Background: an optimization exercise with open tools, aiming at small area, a short achievable clock period and few clock cycles. Do not read the settings as production practice. Only simulation tests tie the RTL to the original design; equivalence was not proved. Power is estimated from default activity; no workload was simulated.

==> run.sh <==
#!/bin/bash
# synth_recipe.tcl (not shown) runs the flow's synth.tcl, then flattens the netlist and writes it again
# the make line also repeats each setting of config.mk as NAME=value (left out here)
make -C /OpenROAD-flow-scripts/flow DESIGN_CONFIG=/design/flow/config.mk WORK_HOME=/design/flow/orfs CLKGATE_MAP_FILE= SYNTH_SCRIPT=/design/flow/synth_recipe.tcl finish
==> design.v <==
module frer_rec (
    input             clk,
    input             rst,
    input             in_valid,
    output reg        in_ready,
    input      [2:0]  in_op,
    input      [1:0]  in_flow,
    input             in_tagged,
    input      [15:0] in_seq,
    input      [31:0] in_now,
    input      [3:0]  in_addr,
    input      [31:0] in_data,
    output reg        out_valid,
    input             out_ready,
    output reg        out_pass,
    output reg [31:0] out_data
);
    localparam OP_FRAME  = 3'd0;
    localparam OP_SWEEP  = 3'd1;
    localparam OP_RRESET = 3'd2;
    localparam OP_PWRITE = 3'd3;
    localparam OP_READ   = 3'd4;
    localparam [2:0] V_PASS    = 3'd0;
    localparam [2:0] V_DUP     = 3'd1;
    localparam [2:0] V_ROGUE   = 3'd2;
    localparam [2:0] V_TL_PASS = 3'd3;
    localparam [2:0] V_TL_DROP = 3'd4;
    localparam [2:0] V_NO_FLOW = 3'd5;
    wire accept = in_valid && in_ready;
    reg        v1;
    reg [2:0]  op1;
    reg [1:0]  fl1;
    reg        tag1;
    reg [15:0] seq1;
    reg [31:0] now1;
    reg [3:0]  addr1;
    always @(posedge clk) begin
        v1    <= accept && !rst;
        op1   <= in_op;
        fl1   <= in_flow;
        tag1  <= in_tagged;
        seq1  <= in_seq;
        now1  <= in_now;
        addr1 <= in_addr;
    end
    reg [6:0]  sg_hlen;
    reg        sg_hlen_ok;
    reg        sg_alg, sg_tns, sg_len;
    reg [15:0] sg_rms;
    reg [15:0] sg_lediff;
    reg [2:0]  sg_paths;
    reg [15:0] sg_leper;
    reg [7:0]  sg_lerst;
    wire pw = accept && in_op == OP_PWRITE;
    always @(posedge clk) begin
        if (rst || (pw && in_addr[1:0] == 2'd0)) begin
            sg_hlen    <= rst ? 7'd0 : in_data[6:0];
            sg_hlen_ok <= !rst && in_data[10:0] >= 11'd2 && in_data[10:0] <= 11'd64;
            sg_alg     <= !rst && in_data[11];
            sg_tns     <= !rst && in_data[13];
            sg_len     <= !rst && in_data[14];
            sg_rms     <= rst ? 16'd0 : in_data[31:16];
        end
        if (rst || (pw && in_addr[1:0] == 2'd1)) begin
            sg_lediff  <= rst ? 16'd0 : in_data[15:0];
            sg_paths   <= rst ? 3'd0 : in_data[18:16];
        end
        if (rst || (pw && in_addr[1:0] == 2'd2)) begin
            sg_leper   <= rst ? 16'd0 : in_data[15:0];
            sg_lerst   <= rst ? 8'd0 : in_data[23:16];
        end
    end
    reg        p_valid   [0:3];
    reg [6:0]  p_hlen    [0:3];
    reg        p_alg     [0:3];
    reg        p_tns     [0:3];
    reg        p_len     [0:3];
    reg [15:0] p_rms     [0:3];
    reg [15:0] p_lediff  [0:3];
    reg [2:0]  p_paths   [0:3];
    reg [15:0] p_leper   [0:3];
    reg [7:0]  p_lerst   [0:3];
    reg        s_take    [0:3];
    reg [15:0] s_rcv     [0:3];
    reg [63:0] s_hist    [0:3];
    reg [31:0] s_pass_us [0:3];
    reg [31:0] s_le_acc  [0:3];
    reg [31:0] s_le_t_us [0:3];
    reg [7:0]  s_le_tests[0:3];
    reg        s_latent  [0:3];
    reg        v2;
    reg [1:0]  fl2;
    reg [15:0] seq2;
    reg [31:0] now2;
    reg [2:0]  addr2;
    reg        x_tframe, x_uframe, x_sweep, x_rreset, x_commit, x_read, x_cread, x_frame;
    reg        x_valid, x_alg, x_tns, x_len;
    reg [2:0]  x_paths;
    reg [7:0]  x_lerst_m1;
    reg [15:0] x_lediff;
    reg [6:0]  x_hlen;
    reg [3:0]  x_addr;
    reg [1:0]  x_to;          
    reg [1:0]  x_td;          
    reg [1:0]  x_rogue, x_dle0, x_dzero, x_done;
    reg [5:0]  x_nd0, x_nd1;  
    reg [5:0]  x_dd0, x_dd1;  
    reg        sel_rcv, sel_pass, sel_let;
    reg        S_take;
    reg [15:0] S_rcv;
    reg [63:0] S_hist;
    reg [31:0] S_pass_us;
    reg [31:0] S_acc;
    reg [31:0] S_le_t;
    reg [7:0]  S_tests;
    reg        S_latent;
    reg        n_take;
    reg [15:0] n_rcv;
    reg [63:0] n_hist;
    reg [31:0] n_pass_us;
    reg [31:0] n_acc;
    reg [31:0] n_le_t;
    reg [7:0]  n_tests;
    reg        n_latent;
    wire       nx_rcv, nx_pass, nx_let;    
    wire        t_valid   = p_valid[fl1];
    wire [6:0]  t_hlen    = p_hlen[fl1];
    wire        t_alg     = p_alg[fl1];
    wire        t_tns     = p_tns[fl1];
    wire        t_len     = p_len[fl1];
    wire [15:0] t_rms     = p_rms[fl1];
    wire [15:0] t_lediff  = p_lediff[fl1];
    wire [2:0]  t_paths   = p_paths[fl1];
    wire [15:0] t_leper   = p_leper[fl1];
    wire [7:0]  t_lerst   = p_lerst[fl1];
    wire        t_take    = s_take[fl1];
    wire [15:0] t_rcv     = s_rcv[fl1];
    wire [63:0] t_hist    = s_hist[fl1];
    wire [31:0] t_pass_us = s_pass_us[fl1];
    wire [31:0] t_acc     = s_le_acc[fl1];
    wire [31:0] t_le_t    = s_le_t_us[fl1];
    wire [7:0]  t_tests   = s_le_tests[fl1];
    wire        t_latent  = s_latent[fl1];
    wire p_frame  = op1 == OP_FRAME;
    wire p_sweep  = op1 == OP_SWEEP;
    wire p_rreset = op1 == OP_RRESET;
    wire p_pwrite = op1 == OP_PWRITE;
    wire p_read   = op1 == OP_READ;
    wire commit_ok = sg_hlen_ok && sg_rms != 16'd0 &&
                     (!sg_len || (sg_paths != 3'd0 && sg_leper != 16'd0 && sg_lerst != 8'd0));
    wire p_commit  = p_pwrite && addr1[1:0] == 2'd3 && commit_ok;
    wire byp = v2 && fl2 == fl1;
    wire [25:0] rlim = {t_rms, 10'd0} - {6'd0, t_rms, 4'd0} - {7'd0, t_rms, 3'd0};
    wire [31:0] sp0  = now1 - t_pass_us;
    wire [31:0] sq0  = now1 - t_pass_us - {6'd0, rlim} - 32'd1;
    wire [31:0] sp1  = now1 - now2;
    wire [31:0] sq1  = now1 - now2 - {6'd0, rlim} - 32'd1;
    wire [25:0] plim = {t_leper, 10'd0} - {6'd0, t_leper, 4'd0} - {7'd0, t_leper, 3'd0};
    wire [31:0] tp0  = now1 - t_le_t;
    wire [31:0] tq0  = now1 - t_le_t - {6'd0, plim};
    wire [31:0] tq1  = now1 - now2 - {6'd0, plim};
    wire [15:0] d0  = seq1 - t_rcv;
    wire [15:0] n0  = t_rcv - seq1;
    wire [15:0] d1  = seq1 - seq2;
    wire [15:0] n1  = seq2 - seq1;
    always @(posedge clk) begin
        v2       <= v1 && !rst;
        fl2      <= fl1;
        seq2     <= seq1;
        now2     <= now1;
        addr2    <= addr1[2:0];
        x_addr   <= addr1;
        x_frame  <= p_frame;
        x_tframe <= p_frame && tag1 && t_valid;
        x_uframe <= p_frame && !tag1 && t_valid;
        x_sweep  <= p_sweep && t_valid;
        x_rreset <= p_rreset && t_valid;
        x_commit <= p_commit;
        x_read   <= p_read;
        x_cread  <= p_read && addr1 <= 4'd8;
        x_valid  <= t_valid;
        x_alg    <= t_alg;
        x_tns    <= t_tns;
        x_len    <= t_len;
        x_paths  <= t_paths;
        x_lerst_m1 <= t_lerst - 8'd1;
        x_lediff <= t_lediff;
        x_hlen   <= t_hlen;
        x_to     <= {!sp1[31] && !sq1[31], !sp0[31] && !sq0[31]};
        x_td     <= {!sp1[31] && !tq1[31], !tp0[31] && !tq0[31]};
        x_rogue  <= {d1[15] ? (n1 >= {9'd0, t_hlen}) : (d1 >= {9'd0, t_hlen}),
                     d0[15] ? (n0 >= {9'd0, t_hlen}) : (d0 >= {9'd0, t_hlen})};
        x_dzero  <= {d1 == 16'd0, d0 == 16'd0};
        x_dle0   <= {d1[15] || d1 == 16'd0, d0[15] || d0 == 16'd0};
        x_done   <= {d1 == 16'd1, d0 == 16'd1};
        x_nd0    <= n0[5:0];
        x_nd1    <= n1[5:0];
        x_dd0    <= d0[5:0];
        x_dd1    <= d1[5:0];
        sel_rcv  <= byp && nx_rcv;
        sel_pass <= byp && nx_pass;
        sel_let  <= byp && nx_let;
        S_take    <= byp ? n_take    : t_take;
        S_rcv     <= byp ? n_rcv     : t_rcv;
        S_hist    <= byp ? n_hist    : t_hist;
        S_pass_us <= byp ? n_pass_us : t_pass_us;
        S_acc     <= byp ? n_acc     : t_acc;
        S_le_t    <= byp ? n_le_t    : t_le_t;
        S_tests   <= byp ? n_tests   : t_tests;
        S_latent  <= byp ? n_latent  : t_latent;
    end
    integer i;
    always @(posedge clk) begin
        for (i = 0; i < 4; i = i + 1) begin
            if (rst || (v1 && p_commit && fl1 == i)) begin
                p_valid[i]  <= !rst;
                p_hlen[i]   <= rst ? 7'd0 : sg_hlen;
                p_alg[i]    <= !rst && sg_alg;
                p_tns[i]    <= !rst && sg_tns;
                p_len[i]    <= !rst && sg_len;
                p_rms[i]    <= rst ? 16'd0 : sg_rms;
                p_lediff[i] <= rst ? 16'd0 : sg_lediff;
                p_paths[i]  <= rst ? 3'd0 : sg_paths;
                p_leper[i]  <= rst ? 16'd0 : sg_leper;
                p_lerst[i]  <= rst ? 8'd0 : sg_lerst;
            end
        end
    end
    wire        do_steps  = x_tframe || x_sweep;
    wire        timed_out = !S_take && (sel_pass ? x_to[1] : x_to[0]);
    wire        test_due  = x_len && (sel_let ? x_td[1] : x_td[0]);
    wire        take0     = S_take || timed_out;
    wire        rogue     = sel_rcv ? x_rogue[1] : x_rogue[0];
    wire        d_zero    = sel_rcv ? x_dzero[1] : x_dzero[0];
    wire        d_le0     = sel_rcv ? x_dle0[1]  : x_dle0[0];
    wire        d_one     = sel_rcv ? x_done[1]  : x_done[0];
    wire [5:0]  nd        = sel_rcv ? x_nd1 : x_nd0;
    wire [5:0]  dd        = sel_rcv ? x_dd1 : x_dd0;
    wire [63:0] win;
    genvar gj;
    generate
        for (gj = 0; gj < 64; gj = gj + 1) begin : g_win
            assign win[gj] = gj < x_hlen;
        end
    endgenerate
    wire        hbit    = S_hist[nd];
    wire        v_dup   = d_le0 && hbit;
    wire [63:0] h_set   = S_hist | (64'd1 << nd);
    wire [63:0] h_shift = ((S_hist << dd) & win) | 64'd1;
    wire [63:0] h_leave = ~S_hist & win & ~(win >> dd);
    wire f_pass  = take0 || (x_alg ? !d_zero : (!rogue && !v_dup));
    wire f_dup   = !take0 && (x_alg ? d_zero : (!rogue && v_dup));
    wire f_rogue = !take0 && !x_alg && rogue;
    wire f_adv   = take0 || x_alg || !d_le0;
    wire f_ooo   = !take0 && (x_alg ? (!d_zero && !d_one)
                                    : (!rogue && (d_le0 ? !v_dup : !d_one)));
    wire f_lost  = !take0 && !x_alg && !rogue && !d_le0;
    wire        acc_neg  = S_acc[31];
    wire [31:0] acc_plus = S_acc + {16'd0, x_lediff};
    wire        acc_over = acc_neg ? acc_plus[31] : (S_acc > {16'd0, x_lediff});
    wire        le_test  = do_steps && test_due;
    wire        le_wrap  = le_test && S_tests == x_lerst_m1;
    wire [31:0] acc_p    = S_acc + {29'd0, x_paths};
    wire [31:0] acc_m    = S_acc - 32'd1;
    wire [31:0] sat_p    = (!acc_neg && acc_p[31]) ? 32'h7FFF_FFFF : acc_p;
    wire [31:0] sat_m    = (S_acc[31:1] == 31'h4000_0000) ? 32'h8000_0001 : acc_m;
    wire        acc_step = x_tframe && x_len && !f_rogue;
    assign nx_rcv  = x_tframe && f_pass && f_adv;
    assign nx_pass = x_tframe && f_pass;
    assign nx_let  = le_test || x_commit;
    always @* begin
        n_take    = S_take;
        n_rcv     = S_rcv;
        n_hist    = S_hist;
        n_pass_us = S_pass_us;
        n_le_t    = S_le_t;
        n_tests   = S_tests;
        n_latent  = S_latent;
        if (le_test) begin
            n_le_t  = now2;
            n_tests = S_tests + 8'd1;
            if (acc_over) n_latent = 1'b1;
        end
        if (le_wrap) begin
            n_tests  = 8'd0;
            n_latent = 1'b0;
        end
        if (acc_step)
            n_acc = f_pass ? (le_wrap ? {29'd0, x_paths} : sat_p)
                           : (le_wrap ? 32'hFFFF_FFFF : sat_m);
        else if (le_wrap)
            n_acc = 32'd0;
        else
            n_acc = S_acc;
        if (x_rreset || (do_steps && timed_out)) begin
            n_take = 1'b1;
            n_hist = 64'd0;
        end
        if (x_tframe) begin
            n_take = 1'b0;
            if (take0) begin
                if (!x_alg) n_hist = win;
            end else if (!x_alg && !rogue) begin
                if (d_le0) begin
                    if (!v_dup) n_hist = h_set;
                end else begin
                    n_hist = h_shift;
                end
            end
        end
        if (nx_pass) n_pass_us = now2;
        if (nx_rcv)  n_rcv = seq2;
        if (x_commit) begin
            n_take    = 1'b1;
            n_rcv     = 16'd0;
            n_hist    = 64'd0;
            n_pass_us = 32'd0;
            n_acc     = 32'd0;
            n_le_t    = now2;
            n_tests   = 8'd0;
            n_latent  = 1'b0;
        end
    end
    integer w;
    always @(posedge clk) begin
        for (w = 0; w < 4; w = w + 1) begin
            if (rst || (v2 && fl2 == w)) begin
                s_take[w]     <= !rst && n_take;
                s_rcv[w]      <= rst ? 16'd0 : n_rcv;
                s_hist[w]     <= rst ? 64'd0 : n_hist;
                s_pass_us[w]  <= rst ? 32'd0 : n_pass_us;
                s_le_acc[w]   <= rst ? 32'd0 : n_acc;
                s_le_t_us[w]  <= rst ? 32'd0 : n_le_t;
                s_le_tests[w] <= rst ? 8'd0 : n_tests;
                s_latent[w]   <= !rst && n_latent;
            end
        end
    end
    wire       flag_r = do_steps && timed_out;
    wire       flag_l = le_test && acc_over;
    reg  [2:0] verdict;
    always @* begin
        if (!x_valid)       verdict = V_NO_FLOW;
        else if (x_uframe)  verdict = x_tns ? V_TL_PASS : V_TL_DROP;
        else if (f_rogue)   verdict = V_ROGUE;
        else if (f_dup)     verdict = V_DUP;
        else                verdict = V_PASS;
    end
    reg [31:0] rd_state;
    always @* begin
        case (addr2)
            3'd1:    rd_state = {x_valid, S_take, S_latent, 13'd0, S_rcv};
            3'd2:    rd_state = S_acc;
            3'd3:    rd_state = S_pass_us;
            3'd4:    rd_state = S_le_t;
            3'd5:    rd_state = {24'd0, S_tests};
            3'd6:    rd_state = S_hist[31:0];
            3'd7:    rd_state = S_hist[63:32];
            default: rd_state = 32'd0;
        endcase
    end
    reg [31:0] res2;
    always @* begin
        if (x_frame)             res2 = {27'd0, flag_l, flag_r, verdict};
        else if (x_sweep)        res2 = {27'd0, flag_l, flag_r, 3'd0};
        else if (x_commit)       res2 = 32'd1;
        else if (x_read)         res2 = rd_state;
        else                     res2 = 32'd0;
    end
    reg        v3;
    reg [1:0]  fl3;
    reg        cread3;
    reg [3:0]  addr3;
    reg        pass3;
    reg [31:0] data3;
    reg        clr3;
    reg [7:0]  inc3;          
    reg [31:0] lpc3;          
    integer g, b;
    reg [3:0] pc;
    reg [31:0] lpc;
    always @* begin
        for (g = 0; g < 8; g = g + 1) begin
            pc = 4'd0;
            for (b = 0; b < 8; b = b + 1)
                pc = pc + {3'd0, h_leave[8*g+b]};
            lpc[4*g +: 4] = (x_tframe && f_lost) ? pc : 4'd0;
        end
    end
    always @(posedge clk) begin
        v3     <= v2 && !rst;
        fl3    <= fl2;
        cread3 <= x_cread;
        addr3  <= x_addr;
        pass3  <= (x_tframe && f_pass) || (x_uframe && x_tns);
        data3  <= res2;
        clr3   <= x_commit;
        inc3   <= {(x_tframe && f_pass) || (x_uframe && x_tns),
                   x_tframe && f_dup,
                   x_tframe && f_ooo,
                   x_tframe && f_rogue,
                   x_uframe,
                   x_rreset || (do_steps && timed_out),
                   le_test && acc_over,
                   le_wrap};
        lpc3   <= lpc;
    end
    reg [31:0] c_passed  [0:3];
    reg [31:0] c_disc    [0:3];
    reg [31:0] c_ooo     [0:3];
    reg [31:0] c_rogue   [0:3];
    reg [31:0] c_lost    [0:3];
    reg [31:0] c_tagless [0:3];
    reg [31:0] c_resets  [0:3];
    reg [31:0] c_lat_err [0:3];
    reg [31:0] c_lat_rst [0:3];
    wire [31:0] cf_passed  = c_passed[fl3];
    wire [31:0] cf_disc    = c_disc[fl3];
    wire [31:0] cf_ooo     = c_ooo[fl3];
    wire [31:0] cf_rogue   = c_rogue[fl3];
    wire [31:0] cf_lost    = c_lost[fl3];
    wire [31:0] cf_tagless = c_tagless[fl3];
    wire [31:0] cf_resets  = c_resets[fl3];
    wire [31:0] cf_lat_err = c_lat_err[fl3];
    wire [31:0] cf_lat_rst = c_lat_rst[fl3];
    wire [6:0] lost_add = {3'd0, lpc3[3:0]}   + {3'd0, lpc3[7:4]}   +
                          {3'd0, lpc3[11:8]}  + {3'd0, lpc3[15:12]} +
                          {3'd0, lpc3[19:16]} + {3'd0, lpc3[23:20]} +
                          {3'd0, lpc3[27:24]} + {3'd0, lpc3[31:28]};
    wire        c_clr = rst || clr3;
    wire [31:0] nc_passed  = c_clr ? 32'd0 : cf_passed  + {31'd0, inc3[7]};
    wire [31:0] nc_disc    = c_clr ? 32'd0 : cf_disc    + {31'd0, inc3[6]};
    wire [31:0] nc_ooo     = c_clr ? 32'd0 : cf_ooo     + {31'd0, inc3[5]};
    wire [31:0] nc_rogue   = c_clr ? 32'd0 : cf_rogue   + {31'd0, inc3[4]};
    wire [31:0] nc_tagless = c_clr ? 32'd0 : cf_tagless + {31'd0, inc3[3]};
    wire [31:0] nc_resets  = c_clr ? 32'd0 : cf_resets  + {31'd0, inc3[2]};
    wire [31:0] nc_lat_err = c_clr ? 32'd0 : cf_lat_err + {31'd0, inc3[1]};
    wire [31:0] nc_lat_rst = c_clr ? 32'd0 : cf_lat_rst + {31'd0, inc3[0]};
    wire [31:0] nc_lost    = c_clr ? 32'd0 : cf_lost    + {25'd0, lost_add};
    integer j;
    always @(posedge clk) begin
        for (j = 0; j < 4; j = j + 1) begin
            if (rst || (v3 && fl3 == j)) begin
                c_passed[j]  <= nc_passed;
                c_disc[j]    <= nc_disc;
                c_ooo[j]     <= nc_ooo;
                c_rogue[j]   <= nc_rogue;
                c_lost[j]    <= nc_lost;
                c_tagless[j] <= nc_tagless;
                c_resets[j]  <= nc_resets;
                c_lat_err[j] <= nc_lat_err;
                c_lat_rst[j] <= nc_lat_rst;
            end
        end
    end
    reg [31:0] rd_cnt;
    always @* begin
        case (addr3)
            4'd0:    rd_cnt = cf_passed;
            4'd1:    rd_cnt = cf_disc;
            4'd2:    rd_cnt = cf_ooo;
            4'd3:    rd_cnt = cf_rogue;
            4'd4:    rd_cnt = cf_lost;
            4'd5:    rd_cnt = cf_tagless;
            4'd6:    rd_cnt = cf_resets;
            4'd7:    rd_cnt = cf_lat_err;
            default: rd_cnt = cf_lat_rst;
        endcase
    end
    wire [32:0] res3 = {pass3, cread3 ? rd_cnt : data3};
    reg [32:0] q0, q1, q2, q3;
    reg [1:0]  q_rd, q_wr;
    reg [2:0]  q_n;
    reg [2:0]  tok;                   
    wire deliver  = out_valid && out_ready;
    wire out_free = !out_valid || out_ready;
    wire q_empty  = q_n == 3'd0;
    wire q_pop    = out_free && !q_empty;
    wire q_push   = v3 && !(out_free && q_empty);
    reg [32:0] q_head;
    always @* begin
        case (q_rd)
            2'd0: q_head = q0;
            2'd1: q_head = q1;
            2'd2: q_head = q2;
            default: q_head = q3;
        endcase
    end
    wire [2:0] tok_n = tok + {2'd0, accept} - {2'd0, deliver};
    always @(posedge clk) begin
        if (rst) begin
            out_valid <= 1'b0;
            q_rd      <= 2'd0;
            q_wr      <= 2'd0;
            q_n       <= 3'd0;
            tok       <= 3'd0;
            in_ready  <= 1'b1;
        end else begin
            tok      <= tok_n;
            in_ready <= tok_n < 3'd5;
            if (out_free) begin
                if (!q_empty) begin
                    out_valid <= 1'b1;
                    {out_pass, out_data} <= q_head;
                end else if (v3) begin
                    out_valid <= 1'b1;
                    {out_pass, out_data} <= res3;
                end else begin
                    out_valid <= 1'b0;
                end
            end
            if (q_push) q_wr <= q_wr + 2'd1;
            if (q_pop)  q_rd <= q_rd + 2'd1;
            q_n <= q_n + {2'd0, q_push} - {2'd0, q_pop};
        end
        if (q_push && q_wr == 2'd0) q0 <= res3;
        if (q_push && q_wr == 2'd1) q1 <= res3;
        if (q_push && q_wr == 2'd2) q2 <= res3;
        if (q_push && q_wr == 2'd3) q3 <= res3;
    end
endmodule
==> config.mk <==
export PLATFORM = sky130hd
export DESIGN_NAME = frer_rec
export DESIGN_NICKNAME = frer_rec
export VERILOG_FILES = /design/flow/design.v
export SDC_FILE = /design/flow/constraint.sdc
export NUM_CORES = 4
export LEC_CHECK = 0
export CAP_MARGIN = 20
export CORE_MARGIN = 2
export CORE_UTILIZATION = 40
export SLEW_MARGIN = 20
==> constraint.sdc <==
create_clock -name core_clock -period 15.0 [get_ports {clk}]
set_input_delay 3.0000 -clock core_clock [delete_from_list [all_inputs] [get_ports {clk}]]
set_output_delay 3.0000 -clock core_clock [all_outputs]
set_load 0.01 [all_outputs]
==> run_results.csv, run 1 <==
group,metric,value,unit
drt,ant_nets,0,
clock_tree,clk_pin_slew,0.10,ns
synth,syn-num-nets,11735,
clock_tree,ctsResizeCount,0,
power,cellPowerDensity,154,mW/mm^2
sta,fin_skew,0.0828,ns
clock_tree,cts_tree,"yes",
clock_tree,post_cts_buffers,0,
floorplan,die_y,603,um
worst_hold_path,hold_start,"x_addr[3]",
worst_hold_path,hp-class,"reg -> reg",
synth,syn_area,0.143,mm^2
power,p_sw_share,33.6,%
floorplan,die_w,603,um
sta,finalMaxSlewViolations,0,
worst_setup_path,cp_max_fo,64,
global_routing,antenna_found_initial,42,
worst_setup_path,end_kind,"flip-flop",
clock_tree,clock_path_buffers,4,
drt,via_count,99952,
sta,tightestPinTransition,1.30,ns
sta,grt_setup_unrepaired,"no",
worst_setup_path,worst-r2r-cell-count,21,
power,combPwrFrac,28.8,%
synth,syn_inst,11152,
clock_tree,numCtsBuffers,313,
worst_setup_path,critPathArrivalTime,8.07,ns
sta,min_period,7.24,ns
floorplan,fp-row-count,219,
cells_and_area,nets,11800,
power,ir_drop,112,uV
power,power_frac_seq,40.3,%
global_routing,grt-ovfl-total,0,
sta,min_period_over_period,48.2,%
drt,drcViolationCount,0,
drt,drt_iter0_drc,12215,
worst_setup_path,timing.rr.start,"sel_rcv",
cells_and_area,regMostFlops,"s_hist",
cells_and_area,drive_above_1_share,13.5,%
power,power_leakage,59.5,nW
sta,hold_violations,0,
worst_setup_path,worstPathRequired,15.83,ns
drt,met3_length,42200,um
clock_tree,clock-sinks,2887,
synth,async_flop_share,0,%
synth,ys_ff_latch,2887,
drt,dr.pass1.iters,9,
sta,final-setup-viol-count,0,
drt,met2_length,234000,um
synth,synth_top_area_share,50.5,%
global_routing,grt_pass1_wl,728000,um
drt,viasPerCell,6.15,
synth,yosys_warnings,28,
synth,synth_edf_count,2411,
synth,postSynthAreaPerCell,12.9,um^2
worst_setup_path,crit_path_max_incr_delay,0.87,ns
power,cellInternalPower,16.4,mW
job,max_cap_violations,0,
synth,yosys.area.top_type,"edfxtp_1",
placement,io_buffers,128,
worst_setup_path,r2r_setup_slack,7.76,ns
worst_hold_path,min_delay_worst_endpoint,"addr3[3]",
synth,synth-main-ff-cell,"edfxtp_1",
floorplan,initial_utilization,40.2,%
clock_tree,cts_max_level,5,
cells_and_area,fin_util,45.1,%
power,p_switching,8.31,mW
worst_setup_path,rr_endpoint,"lpc3[1]",
outcome,outcome,"finished clean",
cells_and_area,largest_reg_flops,256,
sta,fmax,138,MHz
clock_tree,hold_buffers,0,
floorplan,core,0.356,mm^2
drt,drt-met1-wl,207000,um
clock_tree,root_buffer,"clkbuf_16",
drt,routed_wl,517000,um
worst_setup_path,setup.worst_path.class,"reg -> reg",
placement,dp_hpwl,358000,um
cells_and_area,syn_to_final_growth,12.1,%
worst_hold_path,whs_path_depth,0,
global_routing,grt_max_degree,178,
power,clkPwrFrac,30.9,%
drt,avgRoutedWirePerCell,31.8,um
worst_setup_path,cp-start-kind,"flip-flop",
floorplan,ioPinCount,129,
worst_setup_path,critPathSlowestCell,"a2111oi_0",
sta,setup_tns,0,ns
placement,gp_congestion,1.01,
floorplan,die-area,0.363,mm^2
global_routing,grtUsageTotal,27.7,%
worst_setup_path,crit_path_cell_trace,"buf_4 -> mux2_4 -> buf_4 -> mux2i_1 -> mux2_2 -> nand2_1 -> o21ai_0 -> nor2_1 -> nor2_1 -> a21oi_1 -> nor2_1 -> a2111oi_0 -> fa_1 -> inv_1 -> fa_1 -> inv_1 -> fa_1 -> ha_1 -> inv_1 -> fa_1 -> nor2_1",
synth,yosysUniqueCellTypes,107,
clock_tree,clk_latency,0.97,ns
synth,ys_top_cells_by_area,"edfxtp_1 50%, mux4_2 9.5%, dfxtp_1 6.6%",
sta,max-slew-margin-rel,13.4,%
drt,top_layer,"met5",
synth,seq_area_frac_synth,57.1,%
global_routing,grt_pass1_vias,97237,
[worst max-delay path: cells and delay by family, from the launching register on]
family	cells	cell delay [ns]
DFF	1	0.61
AOI/OAI and AO/OA	3	1.27
muxes	3	1.12
buffers and inverters	5	1.59
adders and majority gates	5	1.95
and+or+nand+nor	5	0.48
[synthesized netlist by cell type (67+ instances only)]
cell,n
a211oi_1,86
a21o_1,141
a21oi_1,590
a22o_1,68
a22oi_1,107
a31oi_1,108
and2_1,99
and3_1,114
buf_1,78
buf_2,113
clkbuf_1,417
dfxtp_1,476
edfxtp_1,2411
fa_1,70
ha_1,419
inv_1,400
mux2i_1,286
mux4_2,605
nand2_1,827
nand2b_1,67
nand3_1,234
nand4_1,73
nor2_1,988
nor2b_1,176
nor3_1,162
o21ai_0,498
o22ai_1,70
o31ai_1,81
or3_1,69
xnor2_1,205
xor2_1,272
[cells by family (layout without fill, tap and decap cells)]
logic type / count (synthesis) / after routing / synth area share, %
fa+ha+maj: 493 / 493 / 4.66
simple gates: 2940 / 2940 / 9.41
mux: 961 / 961 / 12.1
flops: 2887 / 2887 / 57.1
xor+xnor: 477 / 477 / 2.91
buf+inv: 1075 / 1401 / 3.17
compound gates: 2319 / 2319 / 10.6
other cells: 0 / 17 / 0
[power groups by stage]
stage          Combinational, mW  Sequential, mW  Clock, mW
2_1_floorplan               4.42            10.0          0
3_3_place_gp                6.80            10.1          0
3_5_place_dp                6.88            10.1          0
4_1_cts                     6.92            9.96       7.75
5_1_grt                     7.53            10.0       8.05
6_report                    7.11            9.96       7.62
[how the worst max path moves through the flow]
stage	slack (ns)	cells past startpoint	from	end
6_report	7.76	21	sel_rcv	lpc3[1]
4_1_cts	7.93	19	fl3[1]	c_lost[3][30]
2_1_floorplan	-0.71	11	fl3[1]	c_disc[3][0]
5_1_grt	7.47	19	fl3[1]	c_lost[3][30]
3_5_place_dp	8.02	19	fl3[1]	c_lost[0][30]
3_3_place_gp	7.98	19	fl3[1]	c_lost[0][30]
[through the flow]
| stage | power (mW) | setup slack (ns) | std cells | hold WS [ns] | area [um^2] |
|---|---|---|---|---|---|
| finish | 24.7 | 7.76 | 16246 | 0.333 | 161000 |
| global placement | 16.9 | 7.98 | 15646 | 0.315 | 151000 |
| global route | 25.6 | 7.47 | 16230 | 0.335 | 161000 |
| detailed placement | 17.0 | 8.02 | 15649 | 0.317 | 151000 |
| floorplan | 14.4 | -0.714 | 11152 | 0.310 | 143000 |
| CTS | 24.6 | 7.93 | 16225 | 0.335 | 161000 |
[final cells by class]
| cell class | count | area, um^2 |
|---|---|---|
| Clock inverter | 150 | 1630 |
| Fill cell | 31769 | 196000 |
| Inverter | 401 | 1510 |
| Timing Repair Buffer | 424 | 3730 |
| Tap cell | 4751 | 5940 |
| Multi-Input combinational cell | 7190 | 57500 |
| Antenna cell | 17 | 42.5 |
| Clock buffer | 426 | 8500 |
| Sequential cell | 2887 | 82000 |
[layer usage]
metal / up-vias / global-route usage [%]
met5: - / 0
met4: 10 / 15.5
met3: 1212 / 4.78
met2: 5163 / 43.2
met1: 50850 / 36.8
li1: 42717 / -
[layout by cell type (no fill, tap or decap), types with 281 or more instances in the layout]
cell type	n
clkbuf_16	316
a21oi_1	586
inv_1	398
mux2i_1	281
dfxtp_1	462
mux4_2	605
edfxtp_1	2411
ha_1	417
nand2_1	825
nor2_1	977
o21ai_0	478
Testbench counts, summed over its fixed seeds: cycles 24,729.
==> inputs of run 2 (changes only) <==
==> flow/run.sh (new file) <==
#!/bin/bash
# Standard layout, with timing repair aiming for extra setup slack.
set -euo pipefail
MARGIN=$(cat flow/margin.txt)
sed "s/\"\\\${@:-finish}\"/SETUP_SLACK_MARGIN=$MARGIN \"\${@:-finish}\"/" standard.sh > standard_margin.sh
grep -q "SETUP_SLACK_MARGIN=$MARGIN" standard_margin.sh
bash standard_margin.sh > make_finish.log 2>&1
==> flow/margin.txt (new file) <==
10
==> standard.sh (new file) <==
#!/bin/bash
# synth_recipe.tcl (not shown) runs the flow's synth.tcl, then flattens the netlist and writes it again
# the make line also repeats each setting of config.mk as NAME=value (left out here)
make -C /OpenROAD-flow-scripts/flow DESIGN_CONFIG=/design/flow/config.mk WORK_HOME=/design/flow/orfs CLKGATE_MAP_FILE= SYNTH_SCRIPT=/design/flow/synth_recipe.tcl "${@:-finish}"
removed: run.sh
==> run 2 against run 1 <==
Compared with the run above: area after synthesis unchanged; sequential power barely moved; utilization up 2.2 points; final cell count is 2.5% higher; die area did not move.
==> run_results.csv, run 2 <==
group,metric,value,unit
floorplan,core,0.356,mm^2
placement,gp_congestion,1.02,
cells_and_area,drive_above_1_share,20.7,%
clock_tree,clock_path_buffers,4,
drt,dr.pass1.iters,12,
sta,finalMaxSlewViolations,0,
placement,dp_hpwl,355000,um
synth,ys_top_cells_by_area,"edfxtp_1 50%, mux4_2 9.5%, dfxtp_1 6.6%",
drt,avgRoutedWirePerCell,32.2,um
drt,ant_nets,0,
placement,place_area,0.150,mm^2
synth,syn_area,0.143,mm^2
synth,synth_top_area_share,50.5,%
synth,yosysUniqueCellTypes,107,
sta,grt_setup_unrepaired,"yes",
worst_setup_path,end_kind,"flip-flop",
global_routing,met2_usage,44.7,%
clock_tree,clk_latency,0.95,ns
global_routing,antenna_found_initial,41,
synth,syn_inst,11152,
outcome,outcome,"finished clean",
cells_and_area,largest_reg_flops,256,
synth,seq_area_frac_synth,57.1,%
sta,min_period,5.35,ns
sta,fmax,187,MHz
drt,viasPerCell,6.23,
drt,routed_wl,536000,um
power,ir_drop,109,uV
job,max_cap_violations,0,
worst_setup_path,worstPathRequired,15.86,ns
sta,timing.hold.ws,0.329,ns
clock_tree,cts_max_level,5,
sta,min_period_over_period,35.7,%
sta,final-setup-viol-count,0,
sta,hold_violations,0,
global_routing,grt_pass1_vias,100016,
worst_setup_path,cp_max_fo,4,
floorplan,die_y,603,um
drt,drcViolationCount,0,
global_routing,grt_pass1_wl,748000,um
synth,ys_ff_latch,2887,
global_routing,gr-usage-met3,5.40,%
clock_tree,clock-sinks,2887,
sta,max-slew-margin-rel,9.45,%
synth,syn-num-nets,11735,
synth,synth_most_common_cell,"edfxtp_1",
placement,io_buffers,128,
worst_setup_path,critPathArrivalTime,6.21,ns
sta,tightestPinTransition,1.34,ns
global_routing,grt_max_degree,132,
cells_and_area,final_cell_area,0.169,mm^2
clock_tree,cts_tree,"yes",
synth,async_flop_share,0,%
drt,via_count,103639,
power,power_leakage,62.7,nW
synth,yosys.area.top_type,"edfxtp_1",
global_routing,grt-ovfl-total,0,
floorplan,initial_utilization,40.2,%
synth,synthTopCellsByCount,"2411 x edfxtp_1, 988 x nor2_1, 827 x nand2_1",
clock_tree,clk_pin_slew,0.06,ns
worst_hold_path,hp-class,"reg -> reg",
floorplan,ioPinCount,129,
power,cellPowerDensity,154,mW/mm^2
sta,fin_skew,0.0678,ns
drt,drt_iter0_drc,14191,
synth,synth_edf_count,2411,
global_routing,grtUsageTotal,28.5,%
global_routing,grt_busiest_layer,"met2",
worst_setup_path,cp-start-kind,"flip-flop",
floorplan,fp-row-count,219,
floorplan,die_w,603,um
synth,yosys_warnings,28,
cells_and_area,regMostFlops,"s_hist",
cells_and_area,nets,12204,
sta,setup_tns,0,ns
cells_and_area,syn_to_final_growth,17.6,%
synth,postSynthAreaPerCell,12.9,um^2
cells_and_area,final_common_cell,"edfxtp_1",
clock_tree,root_buffer,"clkbuf_16",
cells_and_area,final_cell_mix,"2411 x edfxtp_1, 914 x nor2_1, 803 x nand2_1",
synth,synth-main-ff-cell,"edfxtp_1",
global_routing,use_met1,37.5,%
clock_tree,numCtsBuffers,311,
worst_setup_path,setup.worst_path.class,"reg -> reg",
floorplan,die-area,0.363,mm^2
==> run 2: cell counts after synthesis <==
No cell type changed its count.
==> run 2: area by class of cell <==
type / instances / area, um^2
repair buffers: 823 / 8410
clock inverters: 159 / 1670
fillers: 31080 / 188000
clock buffers: 413 / 8480
well taps: 4751 / 5940
multi-input cells: 7197 / 60600
inverters: 401 / 1520
diodes: 17 / 42.5
flip-flops and latches: 2887 / 82000
==> run 2: worst paths after layout <==
check        cells after the start        to      start  slack (ns)
max                             24   x_td[1]     fl1[0]        9.65
min                              0  addr3[3]  x_addr[3]        0.33
max reg2reg                     24   x_td[1]     fl1[0]        9.65
min reg2reg                      0  addr3[3]  x_addr[3]        0.33
==> run 2: stage by stage <==
step	setup WS [ns]	util, %	total power, mW	cells
after floorplan	8.10	-	14.4	11152
after global placement	7.82	42.2	16.9	15644
after detailed placement	7.79	42.2	17.0	15647
after CTS	9.76	46.7	25.4	16528
after global routing	9.46	47.3	26.8	16634
final	9.65	47.3	25.9	16648
==> run 2: worst max-delay path, cell delays in order, from the launching register on <==
cell and delay (ns):
dfxtp_4 0.37, buf_12 0.14, buf_12 0.11, buf_12 0.12, mux4_2 0.58, inv_2 0.09, fa_1 0.45, ha_4 0.32
nand2_2 0.06, o21a_1 0.19, a31oi_1 0.19, a21o_1 0.20, nand4_1 0.12, a21oi_2 0.23, xnor2_2 0.13, ha_1 0.34
o2111ai_2 0.15, nor3_2 0.19, o31a_1 0.23, nor4_4 0.07, maj3_2 0.36, a21oi_2 0.14, o21ai_1 0.06, a211o_1 0.26
a31oi_1 0.15
==> run 2: metal layers <==
metal	wire (um)	share of wire [%]
met3	49100	9.2
met2	244000	45
met1	208000	39
met4	34800	6.5
met5	68	0.013
==> run 2: kinds of logic after synthesis <==
group                    count (synthesis)  share of synthesized area (%)
XOR/XNOR                               477                           2.91
multiplexers                           961                           12.1
AND/OR/NAND/NOR                       2940                           9.41
AO/OA/AOI/OAI                         2319                           10.6
buffers and inverters                 1075                           3.17
adder cells (fa/ha/maj)                493                           4.66
flip-flops                            2887                           57.1
==> run 2: power breakdown <==
part,switching (mW),total (mW),internal (mW)
Combinational,5.17,8.28,3.10
Sequential,0.438,9.98,9.55
Clock,3.27,7.67,4.40
Total,8.88,25.9,17.0
==> run 2: repair_timing <==
item	4_1_cts	5_1_grt
resized for setup	669	286
endpoints found under the setup margin	1679	836
setup buffers	276	96
hold buffers	0	0
pin swaps	194	172
gates cloned	33	5

==> static timing again, ports no longer ideal <==
The results above use ideal ports. As a check the final layouts listed here were re-extracted and re-timed, cells and wires unchanged.
Step 1: set_driving_cell puts a clkbuf_16 on clk and a buf_2 on each other input, an assumption about the parent block.
Step 2 also shifts input and output timing later by t, the mid clock arrival at the registers, as if the neighbouring blocks saw the same clock.
Three values: ideal ports, drivers, drivers and shift; two values: the first two.
| run | t, ns | slack for setup (ns) | worst hold slack (ns) | worst slew at a driven data input, ns | cell pins on the clock port's net |
|---|---|---|---|---|---|
| run 1 | 1.027 | 7.763 / 7.763 / 7.763 | 0.333 / 0.333 / 0.333 | 0.24 | 1 |
| run 2 | 1.021 | 9.648 / 9.648 / 9.022 | 0.329 / 0.329 / 0.329 | 0.17 | 1 |
After both steps setup and hold are still met in every run listed. The setup slack of run 2, which loses most, moves by 0.000 ns with the drivers and by -0.626 ns with both steps.
